This design comes from an exercise in tuning for small area, a short achievable clock period and few clock cycles per item on the open sky130 flow, not from production work.
At most, simulation tests tie the RTL to the original design; equivalence was not proved.

Design aes_core, start of the top module:
module aes_core (
    input  wire         clk,
    input  wire         rst,       
    input  wire         start,     
    input  wire         key_256,   
    input  wire [255:0] key,
    input  wire [127:0] din,       
    output wire         ready,     
    output reg          done,      
    output reg  [127:0] dout
);
    reg [127:0] st0;                     
    reg [127:0] ka0, kb0;
    reg         v0, is256_0;
    reg [3:0]   rnd0;
    reg [7:0]   rcon0;
    reg [127:0] x1;                      
    reg [127:0] m1;                      
    reg [31:0]  kw1;                     
    reg [31:0]  km1;                     
    reg [127:0] ka1, kb1;
    reg         v1, is256_1;
    reg [3:0]   rnd1;
    reg [7:0]   rcon1;
    reg         rdy;                     
    assign ready = rdy;
    genvar gi;
    wire [127:0] xa = st0 ^ ka0;
    wire [127:0] ma;
    generate
        for (gi = 0; gi < 16; gi = gi + 1) begin : g_sa
            aes_sbox_a u_sa (.a(xa[127-8*gi -: 8]), .m(ma[127-8*gi -: 8]));
        end
    endgenerate
    wire        rot0 = ~is256_0 | rnd0[0];
    wire [31:0] kwa  = rot0 ? {kb0[23:0], kb0[31:24]} : kb0[31:0];
    wire [31:0] kma;
    generate
        for (gi = 0; gi < 4; gi = gi + 1) begin : g_ksa
            aes_sbox_a u_ksa (.a(kwa[31-8*gi -: 8]), .m(kma[31-8*gi -: 8]));
        end
    endgenerate
    wire [127:0] sb;
    generate
        for (gi = 0; gi < 16; gi = gi + 1) begin : g_sb
            aes_sbox_b u_sb (.a(x1[127-8*gi -: 8]), .m(m1[127-8*gi -: 8]), .y(sb[127-8*gi -: 8]));
        end
    endgenerate
    wire [127:0] sr;
    generate
        for (gi = 0; gi < 16; gi = gi + 1) begin : g_shift
            localparam integer R = gi % 4;
            localparam integer C = gi / 4;
            localparam integer SRC = 4 * ((C + R) % 4) + R;
            assign sr[127-8*gi -: 8] = sb[127-8*SRC -: 8];
        end
    endgenerate
    function [7:0] xtime;
        input [7:0] b;
        xtime = {b[6:0], 1'b0} ^ (b[7] ? 8'h1b : 8'h00);
    endfunction
    function [31:0] mix_column;
        input [31:0] c;
        reg [7:0] a0, a1, a2, a3;
        begin
            a0 = c[31:24]; a1 = c[23:16]; a2 = c[15:8]; a3 = c[7:0];
            mix_column[31:24] = xtime(a0 ^ a1) ^ a1 ^ a2 ^ a3;
  ...
For scale: roughly 7100 cells after synthesis, about 1100 flip-flops, roughly 520 I/O pins, roughly 68000 µm² of cells after synthesis.
==> flow/config.mk <==
export PLATFORM = sky130hd
export DESIGN_NAME = aes_core
export DESIGN_NICKNAME = aes_core
export VERILOG_FILES = /design/flow/design.v
export SDC_FILE = /design/flow/constraint.sdc
export NUM_CORES = 4
export LEC_CHECK = 0
export ABC_CLOCK_PERIOD_IN_PS = 2700
export CAP_MARGIN = 20
export CORE_MARGIN = 2
export CORE_UTILIZATION = 40
export SETUP_SLACK_MARGIN = 4.3
export SLEW_MARGIN = 20
export TNS_END_PERCENT = 0
==> flow/constraint.sdc <==
create_clock -name core_clock -period 7.0 [get_ports {clk}]
set_input_delay 1.4000 -clock core_clock [delete_from_list [all_inputs] [get_ports {clk}]]
set_output_delay 1.4000 -clock core_clock [all_outputs]
set_load 0.01 [all_outputs]
run.sh (not shown) runs the stock make flow with config.mk's settings and CLKGATE_MAP_FILE= SYNTH_SCRIPT=/design/flow/synth_recipe.tcl, a recipe that flattens the netlist after the stock synthesis.
Then changed:
- ABC_CLOCK_PERIOD_IN_PS: 2700 -> 4400
- SETUP_SLACK_MARGIN: 4.3 -> 2.6
- TNS_END_PERCENT: 0 -> 5
Die area does not change.
Final area falls by 11%.
Worst setup slack gets worse by 1.1 ns.
Routed wire length falls by 6.4%.
Final cell count falls by 2.8%.
First-iteration DRC count stays flat.
Hold slack gets worse by 0.026 ns.
Global-route usage falls by 1.8 points.
Clock-buffer cell count falls by 27.
Then changed:
- ABC_CLOCK_PERIOD_IN_PS: 4400 -> 3400
- SETUP_SLACK_MARGIN: 2.6 -> 3.6
- TNS_END_PERCENT: 5 -> 0
=> The new run ran to the end with no violations. Setup slack gains 1.1 ns. Final cell count climbs by a few percent. Via count goes up by a few percent. Cell area is higher by roughly a tenth.
No run of this note included a check of the RTL's function; only the layout flow was run.


== job 4444 ==
Another version of the RTL of aes_core (not shown whole).
For scale: about 1,600 flip-flops, ~520 I/O pins, roughly 0.078 mm^2 of cells after synthesis.
==> flow/config.mk <==
export PLATFORM = sky130hd
export DESIGN_NAME = aes_core
export DESIGN_NICKNAME = aes_core
export VERILOG_FILES = /design/flow/design.v
export SDC_FILE = /design/flow/constraint.sdc
export NUM_CORES = 4
export LEC_CHECK = 0
export ABC_CLOCK_PERIOD_IN_PS = 2400
export CAP_MARGIN = 20
export CORE_MARGIN = 2
export CORE_UTILIZATION = 55
export CTS_CLUSTER_DIAMETER = 100
export CTS_CLUSTER_SIZE = 24
export SETUP_SLACK_MARGIN = 4.6
export SLEW_MARGIN = 20
export TNS_END_PERCENT = 10
==> flow/constraint.sdc <==
create_clock -name core_clock -period 7.0 [get_ports {clk}]
set_input_delay 1.4000 -clock core_clock [delete_from_list [all_inputs] [get_ports {clk}]]
set_output_delay 1.4000 -clock core_clock [all_outputs]
set_load 0.01 [all_outputs]
standard.sh (not shown) runs the stock make flow with config.mk's settings and CLKGATE_MAP_FILE= SYNTH_SCRIPT=/design/flow/synth_recipe.tcl, a recipe that flattens the netlist after the stock synthesis.
==> flow/flow/run.sh <==
#!/bin/bash
# The standard layout (standard.sh: the standard flow's synthesis and ORFS flow with config.mk's settings),
# with one change: the buffers ORFS puts on every input and output port are the platform's
# smallest buffer, sky130_fd_sc_hd__buf_1, instead of its default pick; timing repair still
# resizes them where a path needs it. The make output goes to standard.log; each ORFS step
# writes its own log under orfs/logs/.
set -euo pipefail
export BUFFER_PORTS_ARGS="-buffer_cell sky130_fd_sc_hd__buf_1"
bash standard.sh > standard.log 2>&1
In summary, job 4444 completed successfully, with a layout that passed the timing, DRC and antenna checks.
Testbench counts of job 4444, summed over its fixed seeds: cycles 97,597, blocks 8,000.
Input-level comparison between job 1904 and job 4444:
Settings: TNS_END_PERCENT changed from 10 to 0.
### Flow results
The layout from job 1904, despite a flow that completed every stage, fails the layout checks, with the failing checks listed as antenna rules. Total length of routed wires (higher): job 4444. Side by side, tightest slew margin relative to the limit turned out lower in job 1904 than in job 4444. NOTE: number of nets in the layout in job 1904 falls short of that of job 4444. Across both runs, number of nets with antenna violations after detailed routing was higher for job 1904 than for job 4444. Against job 4444, the final cell area of job 1904 is lower. As of job 1904, maximum frequency from static timing analysis had risen slightly compared to job 4444.
For job 6692, these inputs were changed with respect to job 1904:
Settings: CORE_UTILIZATION changed from 55 to 50.
==> flow/flow/run.sh <==
#!/bin/bash
# The standard layout (standard.sh: the standard flow's synthesis and ORFS flow with config.mk's settings),
# with two changes: the buffers ORFS puts on every input and output port are the platform's
# smallest buffer, sky130_fd_sc_hd__buf_1, instead of its default pick; timing repair still
# resizes them where a path needs it; and up to 10 rounds of antenna repair after detailed
# routing. The make output goes to standard.log; each ORFS step
# writes its own log under orfs/logs/.
set -euo pipefail
export BUFFER_PORTS_ARGS="-buffer_cell sky130_fd_sc_hd__buf_1"
# More rounds of diode insertion after detailed routing than the default 5.
export MAX_REPAIR_ANTENNAS_ITER_DRT=10
bash standard.sh > standard.log 2>&1
==> run summary <==
Both conditions hold for job 6692: the flow ran to the end and the final layout passed the timing, DRC and antenna checks.
Taking job 1904 as the reference, in job 6692 multiplexer share of the synthesized area was more or less identical; post-layout minimum cycle time went down by 0.0057 ns; total global-route track usage went down by 2.2 points.
Job 6692 vs. job 1904: die outline area higher.
Job 6692 ended up with st0[11]$_DFF_P_ as its termination of the worst setup path; job 1904 ended up with st0[33]$_DFF_P_.
Looking at die extent in x, job 6692 sits 4.8% above job 1904.
Per the comparison of job 6692 with job 1904, routed wire length shows an increase of 2.4%; total overflow reported by the global router shows no meaningful change.
For job 2028, these inputs were changed with respect to job 6692:
Settings: changing CORE_UTILIZATION from 50 to 55.
==> flow/run.sh (new file) <==
#!/bin/bash
# synth_recipe.tcl (not shown) runs the flow's synth.tcl, then flattens the netlist and writes it again
# the make line also repeats each setting of config.mk as NAME=value (left out here)
make -C /OpenROAD-flow-scripts/flow DESIGN_CONFIG=/design/flow/config.mk WORK_HOME=/design/flow/orfs CLKGATE_MAP_FILE= SYNTH_SCRIPT=/design/flow/synth_recipe.tcl finish
removed: flow/flow/run.sh
removed: flow/standard.sh
==> comparison <==
Each of the runs, namely job 2028 and job 6692, reached the end of the flow and came out clean.
Taking job 6692 as the reference point, the maximum frequency of job 2028 rises by 9.6 MHz.
Run comparison: job 6692 capture point of the worst path st0[11]$_DFF_P_; job 2028 capture point of the worst path ka0[25]$_DFF_P_
On die area, the lower figure sits with job 2028, not job 6692.
Against job 6692, job 2028 reports a global-route usage that is higher.
Job 6692 vs job 2028, most common cell after layout, fill and taps aside: sky130_fd_sc_hd__dfxtp_1 vs sky130_fd_sc_hd__xnor2_1

## separate check: timing with driven ports
In the flow no input, the clock included, has a driving cell. The finished layouts below were timed again as built, in two steps.
Step 1 sets driving cells, clkbuf_16 on the clock port and buf_2 on the other inputs (assumed; they add their load-dependent delay and slew).
Step 2 also shifts input and output timing later by t, the mid clock arrival at the registers, as if the neighbouring blocks saw the same clock.
Three values: ideal ports, drivers, drivers and shift; two values: the first two.
run | shift t [ns] | setup slack, ns | hold slack, ns
the first run of note 1 | 0.865 | 3.563 / 3.563 / 3.206 | 0.319 / 0.319 / 0.319
the second run of note 1 | 0.845 | 2.450 / 2.450 / 2.450 | 0.293 / 0.293 / 0.293
the third run of note 1 | 0.839 | 3.508 / 3.508 / 3.277 | 0.325 / 0.325 / 0.325
job 4444 | 0.814 | 4.256 / 4.249 / 4.175 | 0.323 / 0.323 / 0.323
job 1904 | 0.814 | 4.276 / 4.198 / 4.142 | 0.296 / 0.296 / 0.296
job 6692 | 0.810 | 4.281 / 4.246 / 4.076 | 0.314 / 0.314 / 0.314
job 2028 | 0.785 | 4.351 / 4.291 / 4.142 | 0.325 / 0.325 / 0.325
For the first run of note 1, which loses most, drivers alone change the setup slack by 0.000 ns; drivers and shift together by -0.357 ns.
